This is an optimization exercise on Yosys and OpenROAD, whose aim is small area and a short achievable clock period, not a production implementation.
In this exercise RTL edits were held to simulation tests only and were not proved equivalent to the original.
No activity file was given, so power comes from the tool's default toggle rates.

**design/flow/design.v**
```verilog
module filter_chain (
    input  wire        clk,
    input  wire        rst,
    input  wire        cfg_lane,         
    input  wire [2:0]  cfg_cic_order,    
    input  wire [12:0] cfg_cic_decim,    
    input  wire [5:0]  cfg_cic_shift,    
    input  wire [4:0]  cfg_fir_decim,    
    input  wire [5:0]  cfg_fir_taps,     
    input  wire [5:0]  cfg_fir_shift,    
    input  wire        cfg_dcb_en,
    input  wire [4:0]  cfg_dcb_k,        
    input  wire        coef_we,
    input  wire [4:0]  coef_addr,
    input  wire [23:0] coef_data,
    input  wire        start,
    output reg         running,
    input  wire        in_valid,
    input  wire        in_bit,
    input  wire [13:0] in_sample,
    output reg         out_valid,
    output reg  [23:0] out_data,
    output reg         out_ovf,
    output reg         out_settle,
    output reg         out_frozen
);
    localparam signed [64:0] SAT24_MAX = 65'sd8388607;
    localparam signed [64:0] SAT24_MIN = -65'sd8388608;
    reg  signed [63:0] integ [0:3];
    reg  signed [63:0] comb_dly [0:3];
    reg         [12:0] cic_cnt;
    reg                cic_fire;
    wire signed [63:0] cic_x = cfg_lane ? {{50{in_sample[13]}}, in_sample}
                                        : (in_bit ? 64'sd1 : -64'sd1);
    wire signed [63:0] integ_nxt0 = integ[0] + cic_x;
    wire signed [63:0] integ_nxt1 = integ[1] + integ_nxt0;
    wire signed [63:0] integ_nxt2 = integ[2] + integ_nxt1;
    wire signed [63:0] integ_nxt3 = integ[3] + integ_nxt2;
    wire accept = running && in_valid;
    reg  signed [63:0] comb_in0;
    always @(*) begin
        case (cfg_cic_order)
            3'd1:    comb_in0 = integ[0];
            3'd2:    comb_in0 = integ[1];
            3'd3:    comb_in0 = integ[2];
            default: comb_in0 = integ[3];
        endcase
    end
    wire signed [63:0] comb_out0 = comb_in0  - comb_dly[0];
    wire signed [63:0] comb_out1 = comb_out0 - comb_dly[1];
    wire signed [63:0] comb_out2 = comb_out1 - comb_dly[2];
    wire signed [63:0] comb_out3 = comb_out2 - comb_dly[3];
    reg  signed [63:0] cic_acc;
    always @(*) begin
        case (cfg_cic_order)
            3'd1:    cic_acc = comb_out0;
            3'd2:    cic_acc = comb_out1;
            3'd3:    cic_acc = comb_out2;
            default: cic_acc = comb_out3;
        endcase
    end
    wire signed [64:0] cic_round = (cfg_cic_shift == 6'd0) ? {cic_acc[63], cic_acc}
                                 : ({cic_acc[63], cic_acc} + (65'sd1 <<< (cfg_cic_shift - 6'd1)));
    wire signed [64:0] cic_shifted = cic_round >>> cfg_cic_shift;
    wire cic_hi = cic_shifted > SAT24_MAX;
    wire cic_lo = cic_shifted < SAT24_MIN;
    wire [23:0] cic_y = cic_hi ? 24'h7fffff : cic_lo ? 24'h800000 : cic_shifted[23:0];
    integer ci;
    reg         cic_out_valid;
    reg  [23:0] cic_out;
    reg         cic_out_ovf;
    always @(posedge clk) begin
        if (rst) begin
            running       <= 1'b0;
            cic_cnt       <= 13'd0;
            cic_fire      <= 1'b0;
            cic_out_valid <= 1'b0;
            cic_out       <= 24'd0;
            cic_out_ovf   <= 1'b0;
            for (ci = 0; ci < 4; ci = ci + 1) begin
                integ[ci]    <= 64'sd0;
                comb_dly[ci] <= 64'sd0;
            end
        end else begin
            if (start && !running)
                running <= 1'b1;
            cic_fire <= 1'b0;
            if (accept) begin
                integ[0] <= integ_nxt0;
                integ[1] <= integ_nxt1;
                integ[2] <= integ_nxt2;
                integ[3] <= integ_nxt3;
                if (cic_cnt == cfg_cic_decim - 13'd1) begin
                    cic_cnt  <= 13'd0;
                    cic_fire <= 1'b1;
                end else begin
                    cic_cnt <= cic_cnt + 13'd1;
                end
            end
            cic_out_valid <= cic_fire;
            if (cic_fire) begin
                comb_dly[0] <= comb_in0;
                comb_dly[1] <= comb_out0;
                comb_dly[2] <= comb_out1;
                comb_dly[3] <= comb_out2;
                cic_out     <= cic_y;
                cic_out_ovf <= cic_hi | cic_lo;
            end
        end
    end
    reg  [23:0] coef [0:31];
    reg  [23:0] dl [0:31];
    reg  [31:0] dl_ovf;
    reg  [4:0]  fir_cnt;
    reg  [6:0]  cic_seen;       
    reg         mac_busy;
    reg  [4:0]  mac_j;
    reg  signed [47:0] acc;
    reg         mac_ovf;
    reg         mac_settle;
    reg         fir_done;
    reg  signed [47:0] res_acc;   
    reg         res_ovf;
    reg         res_settle;
    always @(posedge clk) begin
        if (coef_we && !running)
            coef[coef_addr] <= coef_data;
    end
    wire signed [47:0] prod = $signed(coef[mac_j]) * $signed(dl[mac_j]);
    wire signed [48:0] acc_sum = {acc[47], acc} + {prod[47], prod};
    wire acc_hi = (acc_sum[48:47] == 2'b01);
    wire acc_lo = (acc_sum[48:47] == 2'b10);
    wire signed [47:0] acc_nxt = acc_hi ? {1'b0, {47{1'b1}}}
                               : acc_lo ? {1'b1, {47{1'b0}}} : acc_sum[47:0];
    wire [6:0] settle_span = {4'd0, cfg_cic_order} + {1'b0, cfg_fir_taps}
                           + (cfg_dcb_en ? {2'd0, cfg_fir_decim} : 7'd0);
    wire [6:0] cic_seen_nxt = (cic_seen == 7'd127) ? cic_seen : cic_seen + 7'd1;
    integer di;
    always @(posedge clk) begin
        if (rst) begin
            for (di = 0; di < 32; di = di + 1)
                dl[di] <= 24'd0;
            dl_ovf     <= 32'd0;
            fir_cnt    <= 5'd0;
            cic_seen   <= 7'd0;
            mac_busy   <= 1'b0;
            mac_j      <= 5'd0;
            acc        <= 48'sd0;
            mac_ovf    <= 1'b0;
            mac_settle <= 1'b0;
            fir_done   <= 1'b0;
            res_acc    <= 48'sd0;
            res_ovf    <= 1'b0;
            res_settle <= 1'b0;
        end else begin
            fir_done <= 1'b0;
            if (cic_out_valid) begin
                dl[0]  <= cic_out;
                for (di = 1; di < 32; di = di + 1)
                    dl[di] <= dl[di-1];
                dl_ovf   <= {dl_ovf[30:0], cic_out_ovf};
                cic_seen <= cic_seen_nxt;
                if (fir_cnt == cfg_fir_decim - 5'd1)
                    fir_cnt <= 5'd0;
                else
                    fir_cnt <= fir_cnt + 5'd1;
            end
            if (mac_busy) begin
                acc     <= acc_nxt;
                mac_ovf <= mac_ovf | acc_hi | acc_lo | dl_ovf[mac_j];
                if ({1'b0, mac_j} == cfg_fir_taps - 6'd1) begin
                    mac_busy   <= 1'b0;
                    fir_done   <= 1'b1;
                    res_acc    <= acc_nxt;
                    res_ovf    <= mac_ovf | acc_hi | acc_lo | dl_ovf[mac_j];
                    res_settle <= mac_settle;
                end else begin
                    mac_j <= mac_j + 5'd1;
                end
            end
            if (cic_out_valid && fir_cnt == cfg_fir_decim - 5'd1) begin
                mac_busy   <= 1'b1;
                mac_j      <= 5'd0;
                acc        <= 48'sd0;
                mac_ovf    <= 1'b0;
                mac_settle <= cic_seen_nxt < settle_span;
            end
        end
    end
    wire signed [48:0] fir_round = (cfg_fir_shift == 6'd0) ? {res_acc[47], res_acc}
                                 : ({res_acc[47], res_acc} + (49'sd1 <<< (cfg_fir_shift - 6'd1)));
    wire signed [48:0] fir_shifted = fir_round >>> cfg_fir_shift;
    wire fir_hi = fir_shifted > 49'sd8388607;
    wire fir_lo = fir_shifted < -49'sd8388608;
    wire [23:0] fir_y_nxt = fir_hi ? 24'h7fffff : fir_lo ? 24'h800000 : fir_shifted[23:0];
    reg         fir_valid;
    reg  [23:0] fir_y;
    reg         fir_ovf;
    reg         fir_settle;
    always @(posedge clk) begin
        if (rst) begin
            fir_valid  <= 1'b0;
            fir_y      <= 24'd0;
            fir_ovf    <= 1'b0;
            fir_settle <= 1'b0;
        end else begin
            fir_valid <= fir_done;
            if (fir_done) begin
                fir_y      <= fir_y_nxt;
                fir_ovf    <= res_ovf | fir_hi | fir_lo;
                fir_settle <= res_settle;
            end
        end
    end
    reg  signed [47:0] dcb_m;
    wire signed [48:0] m_round = {dcb_m[47], dcb_m} + 49'sd8388608;
    wire signed [24:0] m_int = m_round[48:24];
    wire signed [25:0] dcb_diff = {{2{fir_y[23]}}, fir_y} - {m_int[24], m_int};
    wire dcb_hi = dcb_diff > 26'sd8388607;
    wire dcb_lo = dcb_diff < -26'sd8388608;
    wire [23:0] dcb_y = dcb_hi ? 24'h7fffff : dcb_lo ? 24'h800000 : dcb_diff[23:0];
    wire signed [48:0] x_fix = {fir_y[23], fir_y, 24'd0};
    wire signed [48:0] m_err = x_fix - {dcb_m[47], dcb_m};
    wire signed [48:0] m_step = m_err >>> cfg_dcb_k;
    wire signed [48:0] m_nxt = {dcb_m[47], dcb_m} + m_step;
    always @(posedge clk) begin
        if (rst) begin
            dcb_m      <= 48'sd0;
            out_valid  <= 1'b0;
            out_data   <= 24'd0;
            out_ovf    <= 1'b0;
            out_settle <= 1'b0;
            out_frozen <= 1'b0;
        end else begin
            out_valid <= fir_valid;
            if (fir_valid) begin
                out_settle <= fir_settle;
                if (cfg_dcb_en) begin
                    out_data   <= dcb_y;
                    out_ovf    <= fir_ovf | dcb_hi | dcb_lo;
                    out_frozen <= fir_ovf;
                    if (!fir_ovf)
                        dcb_m <= m_nxt[47:0];
                end else begin
                    out_data   <= fir_y;
                    out_ovf    <= fir_ovf;
                    out_frozen <= 1'b0;
                end
            end
        end
    end
endmodule
```
**design/flow/run.sh**
```bash
#!/bin/bash
# synth_recipe.tcl (not shown) runs the flow's synth.tcl, then flattens the netlist and writes it again
# the make line also repeats each setting of config.mk as NAME=value (left out here)
make -C /OpenROAD-flow-scripts/flow DESIGN_CONFIG=/design/flow/config.mk WORK_HOME=/design/flow/orfs CLKGATE_MAP_FILE= SYNTH_SCRIPT=/design/flow/synth_recipe.tcl finish
```
**design/flow/config.mk**
```make
export PLATFORM = sky130hd
export DESIGN_NAME = filter_chain
export DESIGN_NICKNAME = filter_chain
export VERILOG_FILES = /design/flow/design.v
export SDC_FILE = /design/flow/constraint.sdc
export NUM_CORES = 4
export LEC_CHECK = 0
export CAP_MARGIN = 20
export CORE_MARGIN = 2
export CORE_UTILIZATION = 40
export SLEW_MARGIN = 20
```
**design/flow/constraint.sdc**
```tcl
create_clock -name core_clock -period 20.0 [get_ports {clk}]
set_input_delay 4.0000 -clock core_clock [delete_from_list [all_inputs] [get_ports {clk}]]
set_output_delay 4.0000 -clock core_clock [all_outputs]
set_load 0.01 [all_outputs]
```
==> results.yml <==
finish:
  drive_gt1_share_pct: 7.96
  syn2layout_area_growth_pct: 9.75
  final_common_cell: "nor2_1"
  final_nets: 20100
  final_cell_mix: "nor2_1 (2,316), nand2_1 (1,934), dfxtp_1 (1,572)"
floorplan:
  core_um2: 420000
  initial_utilization_pct: 40.1
  die_area_um2: 426000
  fp.dieH_um: 653
  rows: 238
  io_pins: 124
  die_w_um: 653
critical_path:
  required_ps: 20770
  worst_setup_path_end_kind: "flip-flop"
  start_kind: "input pin"
  path_class: "in2reg"
  cp_max_fo: 26
  crit_arrival_ps: 19750
  slowest_stage: "or4b_4"
  crit_top_cell: "buf_4"
  critPathTopFamily: "compound AO/OA/AOI/OAI gates"
  worst-path-buf-inv: 10
  cp_slowest_stage_delay_ps: 570
placed_design:
  hpwl_um: 380000
  routabilityCongestion: 0.966
  place.port_buffers: 123
cts:
  root_buffer: "clkbuf_16"
  htreeDepth: 5
  clkTransAtPathRegs_ps: 60
  numCtsBuffers: 276
  cts_setup_buffers: 0
  insertion_delay_ps: 950
  cts_num_sinks: 2348
  tritoncts: "done"
  clk_path_buf_depth: 4
routing:
  wl_per_cell_um: 22.2
  vias: 138000
  dr.first_iter.drc_count: 12900
  postRouteAntennaNets: 0
  wl_um: 535000
  dr.pass1.iters: 12
  drc_errors: 0
  vias_per_cell: 5.73
sta:
  rsz0062_at_grt: "false"
  slew_viol_final: 0
  min_period_ps: 18980
  setup_tns_ps: 0
  post-route-period-util_pct: 94.9
  slew_headroom_pct: 12.3
  finClkSkew_ps: 66.0
  worst_slew_pin_slew_ps: 1300
  timing.final.hold_violations: 0
  fmax_mhz: 52.7
  finalSetupViolCount: 0
global_route:
  grt_pass1_wl_um: 823000
  grt_max_degree: 168
  grt.met3_usage_pct: 3.46
  top_usage_layer: "met2"
  antenna_found_initial: 32
  met1_usage_pct: 34.6
  overflow: 0
  grt_util_all_layers_pct: 24.5
  grtUsageMet2_pct: 38.6
  grt_pass1_vias: 133000
yosys:
  synth_area_um2: 168000
  yosys_warnings: 4
  yosysSeqAreaShare_pct: 32.5
  synth.distinct_cells: 117
  synth_ff_type: "dfxtp_1"
  syn-num-nets: 20400
  syn_avg_cell_area_um2: 9.00
  synthArstFlopShare_pct: 0
  synth_seq_cells: 2348
  postSynthCellCount: 18700
  synth_edf_count: 768
power:
  ir_drop_mv: 0.192
  p_leak_uw: 0.0698
  p_per_area_nw_per_um2: 142
  p_total_uw: 26300
outcome:
  status: "finished clean"
job:
  maxCapViolations: 0
worst_hold_path:
  hold_path_class: "reg2reg"
## through the flow
step / util, % / instances / instance area [um^2] / worst slack, ps / hold WS [ps]
after CTS: 44.0 / 24100 / 185000 / 923 / 460
after detailed placement: 41.9 / 23600 / 176000 / -0.373 / 449
after floorplan: - / 18700 / 168000 / 1240 / 425
after global placement: 41.8 / 23600 / 176000 / 36.1 / 446
after global routing: 44.0 / 24100 / 185000 / 6.26 / 481
final: 44.0 / 24100 / 185000 / 1020 / 463
## worst paths after layout
| path | to | slack, ps | start | cells after the start |
|---|---|---|---|---|
| min reg2reg | acc[23] | 460 | acc[23] | 2 |
| max | cic_out[11] | 1020 | cfg_cic_order[1] | 60 |
| max reg2reg | cic_out[11] | 4430 | integ[1][0] | 59 |
| min | acc[23] | 460 | acc[23] | 2 |
## power by group
group	total, uW	internal [uW]	switching, uW
Sequential	5040	4980	54.2
Combinational	16200	5980	10200
Clock	5070	2920	2150
Total	26300	13900	12400
## tightest hold or removal path, cell delays in order (launching register included)
cell and delay, ps:
dfxtp_1 330, nand2_1 50, o21ai_0 60
## cell usage after synthesis, drive strengths merged, types with 27 or more instances
| cell type | n | area (um^2) |
|---|---|---|
| xnor2 | 499 | 4380 |
| and2 | 201 | 1260 |
| mux2 | 150 | 1690 |
| o21bai | 125 | 942 |
| o32ai | 30 | 368 |
| or2 | 69 | 432 |
| o22ai | 108 | 682 |
| clkbuf | 821 | 3080 |
| a21oi | 1405 | 7050 |
| o21a | 140 | 1050 |
| mux4 | 272 | 6130 |
| a221oi | 133 | 1180 |
| nand3 | 265 | 1330 |
| a211oi | 183 | 1390 |
| nand2 | 1937 | 7270 |
| fa | 676 | 13500 |
| a21boi | 54 | 405 |
| nor2b | 112 | 701 |
| o31ai | 60 | 460 |
| dfxtp | 1580 | 31600 |
| or3 | 78 | 488 |
| a21o | 409 | 3070 |
| o21ai | 704 | 3530 |
| mux2i | 1264 | 12700 |
| edfxtp | 768 | 23100 |
| and3 | 100 | 626 |
| nand2b | 137 | 857 |
| a2111oi | 47 | 434 |
| a211o | 46 | 404 |
| nor4 | 38 | 238 |
| a31oi | 113 | 707 |
| a311oi | 27 | 236 |
| xor2 | 250 | 2190 |
| o211ai | 102 | 766 |
| nor3 | 244 | 1230 |
| nor2 | 2386 | 8960 |
| inv | 1157 | 4340 |
| a22oi | 174 | 1310 |
| buf | 238 | 1120 |
| nand4 | 150 | 938 |
| a22o | 118 | 1030 |
| ha | 900 | 11300 |
## registers in the layout (all words and copies together) (netlist names), 5 cells and up, named ones only
| register | count |
|---|---|
| comb_dly | 256 |
| acc | 48 |
| cic_out | 24 |
| dl_ovf | 32 |
| fir_y | 24 |
| res_acc | 48 |
| cic_seen | 7 |
| mac_j | 5 |
| integ | 256 |
| dl | 768 |
| cic_cnt | 13 |
| out_data | 24 |
| coef | 768 |
| dcb_m | 48 |
| fir_cnt | 5 |
## cells by family (layout without fill, tap and decap cells)
kind of cell / after synthesis / in the layout / share of synthesized area, %
simple gates: 5830 / 5830 / 15.0
compound gates: 4290 / 4290 / 16.6
other cells: 0 / 8 / 0
xor+xnor: 750 / 750 / 3.91
flops: 2348 / 2348 / 32.5
mux: 1686 / 1686 / 12.2
buf+inv: 2223 / 2128 / 5.10
fa+ha+maj: 1578 / 1578 / 14.7
## repair_timing
item,4_1_cts,5_1_grt
resized for setup,0,8
endpoints found under the setup margin,0,24
hold buffers,0,0
## metal layers
layer | part of all wire (%) | wire, um
met5 | 0.041 | 220
met4 | 3.3 | 17800
met3 | 6.3 | 33900
met2 | 45 | 238000
met1 | 46 | 245000
## area by class of cell
class,count,area [um^2]
Sequential cell,2348,54700
Antenna cell,8,20.0
Inverter,1162,4360
Timing Repair Buffer,475,3970
Tap cell,5520,6910
Clock buffer,367,7600
Clock inverter,124,1380
Fill cell,40800,235000
Multi-Input combinational cell,14100,106000

==> re-timing with driven ports <==
Ports are ideal in the flow. The routed layout listed here was re-timed in OpenROAD.
Step 1: set_driving_cell puts a clkbuf_16 on clk and a buf_2 on each other input, an assumption about the parent block.
Step 2 also shifts input and output timing later by t, the mid clock arrival at the registers, as if the neighbouring blocks saw the same clock.
Slacks: ideal ports / drivers / drivers and shift; pairs: ideal ports / drivers.
t, ns: 1.039
setup WS [ns]: 1.023 / 1.126 / 0.087
hold WS [ns]: 0.463 / 0.463 / 0.463
worst data-port slew with drivers (ns): 0.27
pins driven straight from the clock port: 1
After both steps setup and hold are still met in this run. For this run, drivers alone change the setup slack by +0.103 ns; drivers and shift together by -0.936 ns.
